This is an optimization exercise on Yosys and OpenROAD, whose aim is small area and a short achievable clock period, not a production implementation. Function was checked by simulation only, so behaviour that the tests miss may differ from the original.

## flow/design.v (module list and top-level ports; edited modules follow where they fit)
// module vec_fma: 2759 lines
module vec_fma (
    input  wire        clk,
    input  wire        rst,
    input  wire        in_valid,
    input  wire [31:0] in_a,
    input  wire [31:0] in_b,
    input  wire [31:0] in_c,
    output reg         out_valid,
    output reg  [31:0] out_r
);
  // ...
==> flow/flow/run.sh <==
#!/bin/bash
# Standard ORFS layout; repair_timing aims for a setup slack of at least
# 18.9 ns at the design's clock period.
set -euo pipefail
bash standard.sh SETUP_SLACK_MARGIN=18.9 'BUFFER_PORTS_ARGS=-buffer_cell sky130_fd_sc_hd__buf_2' finish > standard.log 2>&1
==> flow/standard.sh <==
#!/bin/bash
# synth_recipe.tcl (not shown) runs the flow's synth.tcl, then flattens the netlist and writes it again
# the make line also repeats each setting of config.mk as NAME=value (left out here)
make -C /OpenROAD-flow-scripts/flow DESIGN_CONFIG=/design/flow/config.mk WORK_HOME=/design/flow/orfs CLKGATE_MAP_FILE= SYNTH_SCRIPT=/design/flow/synth_recipe.tcl "${@:-finish}"
==> flow/config.mk <==
export PLATFORM = sky130hd
export DESIGN_NAME = vec_fma
export DESIGN_NICKNAME = vec_fma
export VERILOG_FILES = /design/flow/design.v
export SDC_FILE = /design/flow/constraint.sdc
export NUM_CORES = 4
export LEC_CHECK = 0
export ABC_AREA = 1
export CAP_MARGIN = 20
export CORE_MARGIN = 2
export CORE_UTILIZATION = 45
export CTS_CLUSTER_DIAMETER = 120
export CTS_CLUSTER_SIZE = 24
export SLEW_MARGIN = 20
==> flow/constraint.sdc <==
create_clock -name core_clock -period 25.0 [get_ports {clk}]
set_input_delay 5.0000 -clock core_clock [delete_from_list [all_inputs] [get_ports {clk}]]
set_output_delay 5.0000 -clock core_clock [all_outputs]
set_load 0.01 [all_outputs]
==> results.sh, run 1 <==
export IMPL_portBuffers=131
export IMPL_drc=0
export IMPL_fin_skew_ns=0.0308
export IMPL_dp_slack_ns=16.76
export IMPL_yosys_top_cells_count="1210 x nand2_1, 835 x inv_1, 509 x nand3_1, 499 x nor2_1, 488 x xor2_1"
export IMPL_routabilityCongestion=1.05
export IMPL_fp_dieH_um=304
export IMPL_io_pins=132
export IMPL_drt_wl_total_mm=164
export IMPL_largest_register="s2_mag"
export IMPL_nets=6532
export IMPL_yosys_area_share_simple=0.262
export IMPL_yosysWarnings=1
export IMPL_vias_per_cell=5.77
export IMPL_postPlaceCellArea_um2=42100
export IMPL_inv_count=897
export IMPL_hold_end="s2_sinf"
export IMPL_synth_mux_area_frac=0.00413
export IMPL_met1_length_mm=67.1
export IMPL_r2r_slack_ns=19.09
export IMPL_n_clock_buffer=24
export IMPL_fp_dieArea_um2=92700
export IMPL_multi_input_comb_area_um2=29100
export IMPL_synthXorXnorAreaFrac=0.115
export IMPL_well_tap_count=1176
export IMPL_cp_depth=1
export IMPL_crit_arrival_ns=1.05
export IMPL_max_freq_mhz=165
export IMPL_cts_path_max_buffers=3
export IMPL_cp_end_kind="primary output"
export IMPL_r2r_start="s0_one[8]"
export IMPL_seq_cells=369
export IMPL_grt_max_degree=64
export IMPL_synth_compound_area_frac=0.137
export IMPL_yosysTopAreaCell="dfxtp_1"
export IMPL_final_clk_cell_share=0.0158
export IMPL_relSlewSlack=0.350
export IMPL_synthTopCellsByArea="dfxtp_1 18%, fa_1 13%, nand2_1 11%, xor2_1 11%, inv_1 7.7%"
export IMPL_synth_nets=6489
export IMPL_fin_cells=7165
export IMPL_status="complete, no violations"
export IMPL_placed_cells=7027
==> run 2, diff against run 1 <==
--- a/flow/design.v
+++ b/flow/design.v
@@ -70,17 +70,17 @@
     wire is_spec = is_nan | p_inf | c_inf;
     wire s_inf   = p_inf ? sp : sc;
     wire signed [10:0] ep     = $signed({3'd0, ea_e}) + $signed({3'd0, eb_e}) - 11'sd127;
     wire signed [10:0] sh_raw = $signed({3'd0, ea_e}) + $signed({3'd0, eb_e}) + $signed({3'b111, ~ec_e}) - 11'sd99;
     wire               c_scale = p_zero | (~c_zero & sh_raw[10]);
     wire        [6:0]  sh = (c_scale | c_zero) ? 7'd0 :
                             (sh_raw[9:7] != 3'd0) ? 7'd127 : sh_raw[6:0];
     wire signed [10:0] e_top = c_scale ? $signed({3'd0, ec_e}) : (ep + 11'sd27);
-    wire [30:0] mc_f = {mc, 7'd0} >> sh[2:0];
+    wire [38:0] mc_f = {mc, 15'd0} >> sh[3:0];
     wire [23:0]  st_mask;
     genvar gj;
     generate
         for (gj = 0; gj < 24; gj = gj + 1) begin : g_stm
             assign st_mask[gj] = (sh_raw > 11'sd76 + gj);
         end
     endgenerate
     wire         c_sticky = ~(c_scale | c_zero) & (|(mc & st_mask));
@@ -1411,37 +1411,37 @@
     assign prod[42] = p1020 ^ pg1268;
     assign prod[43] = p1021 ^ pg1270;
     assign prod[44] = p1022 ^ pg1272;
     assign prod[45] = p1023 ^ pg1274;
     assign prod[46] = p1024 ^ pg1276;
     assign prod[47] = p1025 ^ pg1278;
     reg        s1_valid;
     reg [47:0] s1_prod;
-    reg [30:0] s1_mcf;
-    reg [3:0]  s1_shc;
+    reg [38:0] s1_mcf;
+    reg [2:0]  s1_shc;
     reg        s1_cst;
     reg signed [10:0] s1_etop;
     reg        s1_sp, s1_sc, s1_spec, s1_nan, s1_sinf, s1_zsign;
     always @(posedge clk) begin
         if (rst) s1_valid <= 1'b0;
         else     s1_valid <= s0_valid;
         s1_prod  <= prod;
         s1_mcf   <= mc_f;
-        s1_shc   <= sh[6:3];
+        s1_shc   <= sh[6:4];
         s1_cst   <= c_sticky;
         s1_etop  <= e_top;
         s1_sp    <= sp;
         s1_sc    <= sc;
         s1_spec  <= is_spec;
         s1_nan   <= is_nan;
         s1_sinf  <= s_inf;
         s1_zsign <= p_zero & sp & sc;
     end
-    wire [99:0]  c_aligned = {s1_mcf, 69'd0} >> {s1_shc, 3'b000};
+    wire [99:0]  c_aligned = {s1_mcf, 61'd0} >> {s1_shc, 4'b0000};
     wire [100:0] opc = {c_aligned, s1_cst};
     wire [25:0]  opu = opc[100:75];
     wire [47:0]  opm = opc[74:27];
     wire [26:0]  opl = opc[26:0];
     wire         eff_sub = s1_sp ^ s1_sc;
     wire [47:0]  bmid = s1_prod ^ {48{eff_sub}};
     wire g1282 = opm[0] & bmid[0];
     wire g1283 = opm[1] & bmid[1];
==> flow/flow/run.sh (replaced) <==
#!/bin/bash
# Standard ORFS layout; repair_timing aims for a setup slack of at least
# 18.95 ns at the design's clock period.
set -euo pipefail
bash standard.sh SETUP_SLACK_MARGIN=18.95 'BUFFER_PORTS_ARGS=-buffer_cell sky130_fd_sc_hd__buf_2' finish > standard.log 2>&1
==> flow/config.mk (replaced) <==
export PLATFORM = sky130hd
export DESIGN_NAME = vec_fma
export DESIGN_NICKNAME = vec_fma
export VERILOG_FILES = /design/flow/design.v
export SDC_FILE = /design/flow/constraint.sdc
export NUM_CORES = 4
export LEC_CHECK = 0
export ABC_AREA = 1
export CAP_MARGIN = 20
export CORE_MARGIN = 2
export CORE_UTILIZATION = 40
export CTS_CLUSTER_DIAMETER = 120
export CTS_CLUSTER_SIZE = 24
export SLEW_MARGIN = 20
==> results.sh, run 2 <==
export IMPL_placeableCoreArea_um2=102000
export IMPL_crit_chain="buf_6"
export IMPL_reg_top3="s2_mag x101, s1_prod x48, s1_mcf x39"
export IMPL_largest_reg_flops=101
export IMPL_layout_commonest_cell="nand2_1"
export IMPL_async_flop_share=0
export IMPL_io_pins=132
export IMPL_die_width_um=324
export IMPL_rr_worst_depth=25
export IMPL_drv_cap=0
export IMPL_routabilityCongestion=1.04
export IMPL_fin_tns_setup_ns=0
export IMPL_drt_wl_total_mm=162
export IMPL_crit_arrival_ns=1.14
export IMPL_hp_start="s1_zsign"
export IMPL_syn_inst=5890
export IMPL_cts_tree="yes"
export IMPL_grt_first_pass_wirelength_mm=241
export IMPL_r2r_slack_ns=19.21
export IMPL_vias=41000
export IMPL_fp_dieH_um=324
export IMPL_cp_end_kind="primary output"
export IMPL_fp_dieArea_um2=105000
export IMPL_path_buf_inv=1
export IMPL_drt_pass1_iterations=9
export IMPL_ant_nets=0
export IMPL_period_minus_slack_ns=6.14
export IMPL_cp_max_fo=1
export IMPL_hold_viol_final=0
export IMPL_r2r_end="s1_prod[33]"
export IMPL_syn_cell_area_um2=40900
export IMPL_synthFlopType="dfxtp_1"
export IMPL_drive_gt1_frac=0.108
export IMPL_vias_per_cell=5.58
export IMPL_timing_final_ws_setup_ns=18.86
export IMPL_htree_levels=1
export IMPL_synth_most_common_cell="nand2_1"
export IMPL_worstMarginPinSlew_ns=0.982
export IMPL_dp_slack_ns=17.60
export IMPL_portBuffers=131
export IMPL_synth_seq_cells=376
export IMPL_hold_depth=0
export IMPL_clk_pin_slew_ns=0.10
export IMPL_synthTopCellsByArea="dfxtp_1 18%, fa_1 13%, xor2_1 11%, nand2_1 10%, inv_1 7.6%"
export IMPL_cts_made_buffers=24
export IMPL_drc=0
export IMPL_finalSetupViolCount=0
export IMPL_path_class="reg -> out"
export IMPL_area_growth_pct=10.3
export IMPL_clk_insertion_delay_late_ns=0.64
export IMPL_nets=6526
export IMPL_synth_edf_count=0
export IMPL_drv_slew=0
export IMPL_fin_area_um2=45100
export IMPL_synth_nets=6445
export IMPL_cts_num_sinks=376
export IMPL_status="complete, no violations"
export IMPL_grt_overflow=0
export IMPL_relSlewSlack=0.345
export IMPL_fin_skew_ns=0.0328
export IMPL_grt_max_degree=72
export IMPL_whs_ns=0.335
export IMPL_crit_path_start_kind="register"
export IMPL_rsz0062_at_grt="true"
export IMPL_r2r_start="s0_two[3]"
export IMPL_num_rows=117
export IMPL_initial_core_util=0.402
export IMPL_cp_required_ns=20.00
export IMPL_hold_end="s2_zsign"
export IMPL_synth_seq_area_share=0.184
export IMPL_cpPeakStageDelay_ns=0.42
export IMPL_crit_slowest_cell="dfxtp_4"
export IMPL_track_usage=0.301
export IMPL_max_freq_mhz=163
export IMPL_dpl_hpwl_mm=121
export IMPL_mostFrequentLayoutCells="1082 x nand2_1, 794 x inv_1, 538 x nand3_1"
export IMPL_hold_class="reg -> reg"
export IMPL_yosysWarnings=1
export IMPL_yosys_top_cells_count="1092 x nand2_1, 828 x inv_1, 539 x nand3_1, 514 x nor2_1, 491 x xor2_1"
export IMPL_antenna_found_initial=4
export IMPL_synth_top_area_frac=0.184
export IMPL_min_period_over_period=0.246
export IMPL_syn_avg_cell_area_um2=6.94
export IMPL_cts_root_buf="clkbuf_16"
export IMPL_cts_path_max_buffers=3
export IMPL_grt_pass1_vias=38700
export IMPL_wl_per_cell_um=22.0
export IMPL_yosysTopAreaCell="dfxtp_1"
export IMPL_drtIter0Drc=4714
export IMPL_cp_top_family="flip-flops"
export IMPL_cp_depth=1
export IMPL_ys_types=72
export IMPL_postPlaceCellArea_um2=42500
export IMPL_largest_register="s2_mag"
## run 2: changes by cell type after synthesis, moves of 8 or more
cell / before / now
nand2_1: 1210 / 1092
nand3_1: 509 / 539
mux2i_1: 10 / 36
o211ai_1: 46 / 27
a21oi_1: 154 / 172
nor2_1: 499 / 514
o21ai_0: 246 / 259
nor4_1: 51 / 40
nand2_2: 13 / 23
inv_2: 29 / 20
nor2_2: 13 / 21
o21a_1: 12 / 4
## run 2: cell families (layout without fill, tap and decap cells)
logic type	count (synthesis)	in the layout	synth area share
buffers and inverters	1135	1220	0.109
flip-flops	376	376	0.184
AND/OR/NAND/NOR	2429	2435	0.259
adder cells (fa/ha/maj)	456	456	0.189
AO/OA/AOI/OAI	919	920	0.134
XOR/XNOR	532	532	0.114
other	0	1	0
multiplexers	43	43	0.0107
## run 2: cell type report
cell class                      count  area (µm²)
Fill cell                       10700       56500
Multi-Input combinational cell   4386       29200
Sequential cell                   376        7630
Inverter                          860        3400
Timing Repair Buffer              297        2150
Tap cell                         1368        1710
Clock buffer                       26         629
Timing Repair inverter             26         175
Clock inverter                     11         161
Antenna cell                        1        2.50
## run 2: metal layers
layer,GRT usage,vias up,part of all wire
met5,0,-,0.00019
met4,0.161,4,0.070
met3,0.0515,568,0.083
met2,0.482,2139,0.44
met1,0.387,19000,0.41
li1,-,19300,-
## run 2: worst max-delay path by stage
stage / from / endpoint / slack [ns]
after floorplan: s0_neg[3] / s1_prod[47] / 19.06
after global placement: s0_aez / s1_mcf[25] / 17.74
after detailed placement: s0_aez / s1_mcf[19] / 17.60
after CTS: out_r[22] / out_r[22] / 18.80
after global routing: out_r[22] / out_r[22] / 18.83
final: out_r[22] / out_r[22] / 18.86
## run 2: timing repair
item	in CTS	in global routing
pin swaps	4	11
endpoints found under the hold margin	0	0
setup buffers	37	67
setup endpoints to repair	210	218
cloned	26	7
hold buffers	0	0
resized for setup	96	179
## run 2: per-stage QoR
| step | utilization | instances |
|---|---|---|
| after detailed placement | 0.418 | 7176 |
| after CTS | 0.433 | 7276 |
| after floorplan | - | 5890 |
| after global routing | 0.444 | 7350 |
| after global placement | 0.418 | 7176 |
| final | 0.444 | 7351 |

[separate check: timing with driven ports]
How much do the figures lean on ideal ports? The routed layouts below were timed once more, with nothing changed but the port constraints. Step 1: set_driving_cell puts a clkbuf_16 on clk and a buf_2 on each other input, an assumption about the parent block. Step 2 adds t to the input delays and takes it off the output delays; t is the mean of the earliest and latest rising clock arrival at the registers after step 1. Input paths then give back, and output paths get back, about the clock's delay inside the block. Three values: ideal ports, drivers, drivers and shift; two values: the first two.
run | shift t [ns] | setup slack, ns | worst setup path after step 2
run 1 | 0.672 | 18.950 / 18.882 / 18.447 | input to register
run 2 | 0.702 | 18.857 / 18.777 / 18.484 | input to register
After both steps setup and hold are still met in every run listed. For run 1, which loses most, drivers alone change the setup slack by -0.068 ns; drivers and shift together by -0.503 ns.
